Context: an optimization exercise on an open-source flow, tuned for small area, a short achievable clock period and few clock cycles per item. The choices shown serve that exercise and are no tape-out recipe.

Design pagecode_dec, start of the top module:
module pagecode_dec (
  input  wire        clk,
  input  wire        rst,
  input  wire        in_valid,
  input  wire [7:0]  in_data,
  output reg         in_ready,
  output reg         out_valid,
  output reg         out_clean,
  output reg         out_poison,
  output reg         out_ok,
  output reg  [2:0]  out_count,
  output reg  [31:0] out_pos,
  output reg  [31:0] out_val
);
For scale: roughly 2,500 cells after synthesis, about 390 flip-flops, ~83 I/O pins.
==> flow/config.mk <==
export PLATFORM = sky130hd
export DESIGN_NAME = pagecode_dec
export DESIGN_NICKNAME = pagecode_dec
export VERILOG_FILES = /design/flow/design.v
export SDC_FILE = /design/flow/constraint.sdc
export NUM_CORES = 4
export LEC_CHECK = 0
export CAP_MARGIN = 20
export CORE_MARGIN = 2
export CORE_UTILIZATION = 40
export SLEW_MARGIN = 20
==> flow/constraint.sdc <==
create_clock -name core_clock -period 12.0 [get_ports {clk}]
set_input_delay 2.4000 -clock core_clock [delete_from_list [all_inputs] [get_ports {clk}]]
set_output_delay 2.4000 -clock core_clock [all_outputs]
set_load 0.01 [all_outputs]
standard.sh (not shown) runs the stock make flow with config.mk's settings and CLKGATE_MAP_FILE= SYNTH_SCRIPT=/design/flow/synth_recipe.tcl, a recipe that flattens the netlist after the stock synthesis.
==> flow/flow/run.sh <==
#!/bin/bash
# The standard layout, with ORFS's repair_timing aiming at a setup slack
# margin of 8.5 ns, and buf_2 cells as the port buffers (the SDC, clock period
# and all other settings unchanged).
set -euo pipefail
export SETUP_SLACK_MARGIN=8.5
export BUFFER_PORTS_ARGS="-buffer_cell sky130_fd_sc_hd__buf_2"
bash standard.sh > standard_flow.log 2>&1
The baseline finished with timing, DRC and antenna clean.
Then changed:
--- a/flow/design.v
+++ b/flow/design.v
@@ -107,17 +107,15 @@
   wire load  = vin && last;
   reg [7:0] syn_nx [0:7];
   always @(*) begin
     for (i = 0; i < 8; i = i + 1)
       syn_nx[i] = (first ? 8'h00 : gf_mul(syn[i], 8'h01 << i)) ^ din;
   end
   wire [7:0] cnt_nx = vin ? (last ? 8'd0 : cnt + 8'd1) : cnt;
-  wire       c134    = vin ? (cnt == 8'd133) : (cnt == 8'd134);
-  wire       c135    = vin ? (cnt == 8'd134) : last;
-  wire       last_nx = take ? c134 : c135;
+  wire       last_nx = take ? (cnt_nx == 8'd134) : (cnt_nx == 8'd135);
   always @(posedge clk) begin
     din <= in_data;
     if (rst) begin
       vin <= 1'b0;
       cnt <= 8'd0;
     end else begin
       vin <= take;
@@ -170,27 +168,18 @@
   wire [7:0] ll0 = gf_mul(lam[0], AM1);
   wire [7:0] ll1 = gf_mul(lam[1], AM2);
   wire [7:0] ll2 = gf_mul(lam[2], AM3);
   wire [7:0] ll3 = gf_mul(lam[3], AM4);
   wire [7:0] ol1 = gf_mul(bs[1], AM1);
   wire [7:0] ol2 = gf_mul(bs[2], AM2);
   wire [7:0] ol3 = gf_mul(bs[3], AM3);
-  wire [7:0] ln0 = gf_mul(ll0, AM1);                
-  wire [7:0] ln1 = gf_mul(ll1, AM2);
-  wire [7:0] ln2 = gf_mul(ll2, AM3);
-  wire [7:0] ln3 = gf_mul(ll3, AM4);
-  wire       cadv = (st == D_CHN) && adv;
-  wire [7:0] lv_hi = cadv ? 8'h01 ^ ln0 ^ ln1 ^ ln2 ^ ln3
-                          : 8'h01 ^ lam[0] ^ lam[1] ^ lam[2] ^ lam[3];
-  wire [7:0] lv_lo = cadv ? 8'h01 ^ gf_mul(lam[0], 8'had) ^ gf_mul(lam[1], 8'h36) ^
-                            gf_mul(lam[2], 8'hcf) ^ gf_mul(lam[3], 8'h7d)
-                          : 8'h01 ^ ll0 ^ ll1 ^ ll2 ^ ll3;    
-  reg        rz_hi, rz_lo;
-  wire       rt_hi = rz_hi && !hid;
-  wire       rt_lo = rz_lo;
+  wire [7:0] lv_hi = 8'h01 ^ lam[0] ^ lam[1] ^ lam[2] ^ lam[3];
+  wire [7:0] lv_lo = 8'h01 ^ ll0 ^ ll1 ^ ll2 ^ ll3;
+  wire       rt_hi = (lv_hi == 8'h00) && !hid;
+  wire       rt_lo = (lv_lo == 8'h00);
   wire [7:0] dv_hi = lam[0] ^ lam[2];
   wire [7:0] dv_lo = ll0 ^ ll2;
   wire [7:0] ov_hi = bs[0] ^ bs[1] ^ bs[2] ^ bs[3];
   wire [7:0] ov_lo = bs[0] ^ ol1 ^ ol2 ^ ol3;
   wire       rt    = (st == D_CHN) && (rt_hi || rt_lo);
   wire       adv   = !(rt_hi && rt_lo);
   wire [1:0] slot  = L[1:0] - 2'd1 - nroot[1:0];
@@ -218,16 +207,15 @@
       fin_d     <= 1'b0;
       out_valid <= 1'b0;
       in_ready  <= 1'b1;
     end else begin
       st        <= st_nx;
       fin_d     <= (st == D_FIN);
       out_valid <= fin_d;
-      in_ready  <= !last_nx || (st == D_IDLE && !load) || (st == D_FIN) ||
-                   (st == D_DRN && !pa && !pb);
+      in_ready  <= !last_nx || (st_nx == D_IDLE) || (st_nx == D_FIN);
     end
   end
   always @(posedge clk) begin
     ih <= gf_inv1(iv);
     case (st)
       D_F: begin
         if (r == 3'd0) begin
@@ -317,48 +305,51 @@
           dacc     <= rt_hi ? ov_hi : ov_lo;
           S[slot]  <= {q, rt_hi};
           sa       <= slot;
           nroot    <= nroot + 3'd1;
         end
         hid <= !adv;
         if (adv) begin
-          lam[0] <= ln0;
-          lam[1] <= ln1;
-          lam[2] <= ln2;
-          lam[3] <= ln3;
+          lam[0] <= gf_mul(ll0, AM1);
+          lam[1] <= gf_mul(ll1, AM2);
+          lam[2] <= gf_mul(ll2, AM3);
+          lam[3] <= gf_mul(ll3, AM4);
           bs[1]  <= gf_mul(ol1, AM1);
           bs[2]  <= gf_mul(ol2, AM2);
           bs[3]  <= gf_mul(ol3, AM3);
           q      <= q - 7'd1;
         end
       end
       default: ;
     endcase
-    rz_hi <= (lv_hi == 8'h00);
-    rz_lo <= (lv_lo == 8'h00);
     pa <= rt;
     pb <= pa;
     pc <= pb;
     if (pa) begin
       ovr <= dacc;
       sb  <= sa;
     end
     if (pb) begin
       ma <= ovr;
       mb <= i2;
       sc <= sb;
     end
     if (pc)
       S[3'd4 + sc] <= p;
-    if (st == D_FIN)
+    if (st == D_FIN) begin
+      out_clean  <= clean_f;
+      out_poison <= pois_f;
+      out_ok     <= clean_f || ok_dec;
+      out_count  <= ok_dec ? L : 3'd0;
       for (i = 0; i < 4; i = i + 1)
         if (!(ok_dec && i < L)) begin
           S[i]     <= 8'h00;
           S[i + 4] <= 8'h00;
         end
+    end
     if (load) begin
       for (i = 0; i < 8; i = i + 1)
         S[i] <= syn_nx[i];
       for (i = 0; i < 4; i = i + 1) begin
         lam[i] <= 8'h00;
         bs[i]  <= (i == 0) ? 8'h01 : 8'h00;
       end
@@ -373,15 +364,11 @@
       pa    <= 1'b0;
       pb    <= 1'b0;
       pc    <= 1'b0;
       nroot <= 3'd0;
     end
   end
   always @(posedge clk) begin
-    out_pos    <= {S[3], S[2], S[1], S[0]};
-    out_val    <= {S[7], S[6], S[5], S[4]};
-    out_clean  <= clean_f;
-    out_poison <= pois_f;
-    out_ok     <= clean_f || ok_dec;
-    out_count  <= ok_dec ? L : 3'd0;
+    out_pos <= {S[3], S[2], S[1], S[0]};
+    out_val <= {S[7], S[6], S[5], S[4]};
   end
 endmodule
Effect: Die area goes down by 0.72%; clock-buffer cell count goes up by 2; worst setup slack got worse by 0.089 ns; routed wire length goes up by 1.0%; global-route usage goes up by 0.60 points; synthesized cell count goes down by 3.4%.
No run of this note included a check of the RTL's function; only the layout flow was run.

-- afterwards: timing with drivers on the ports --
The flow's constraints put no driver on any port. The routed layouts listed below were extracted and timed again, unchanged, in two steps. Step 1 sets driving cells, clkbuf_16 on the clock port and buf_2 on the other inputs (assumed; they add their load-dependent delay and slew). Step 2 also shifts input and output timing later by t, the mid clock arrival at the registers, as if the neighbouring blocks saw the same clock. Slacks: no drivers / after step 1 / after step 2; pairs: no drivers / after step 1.
run	t, ns	slack for setup (ns)	latest minus earliest clock arrival (ns)	pins driven straight from the clock port
the first run	0.656	8.511 / 8.449 / 8.656	0.032 / 0.032	1
the second run	0.673	8.422 / 8.366 / 8.542	0.041 / 0.040	1
After both steps every run listed still meets setup and hold.
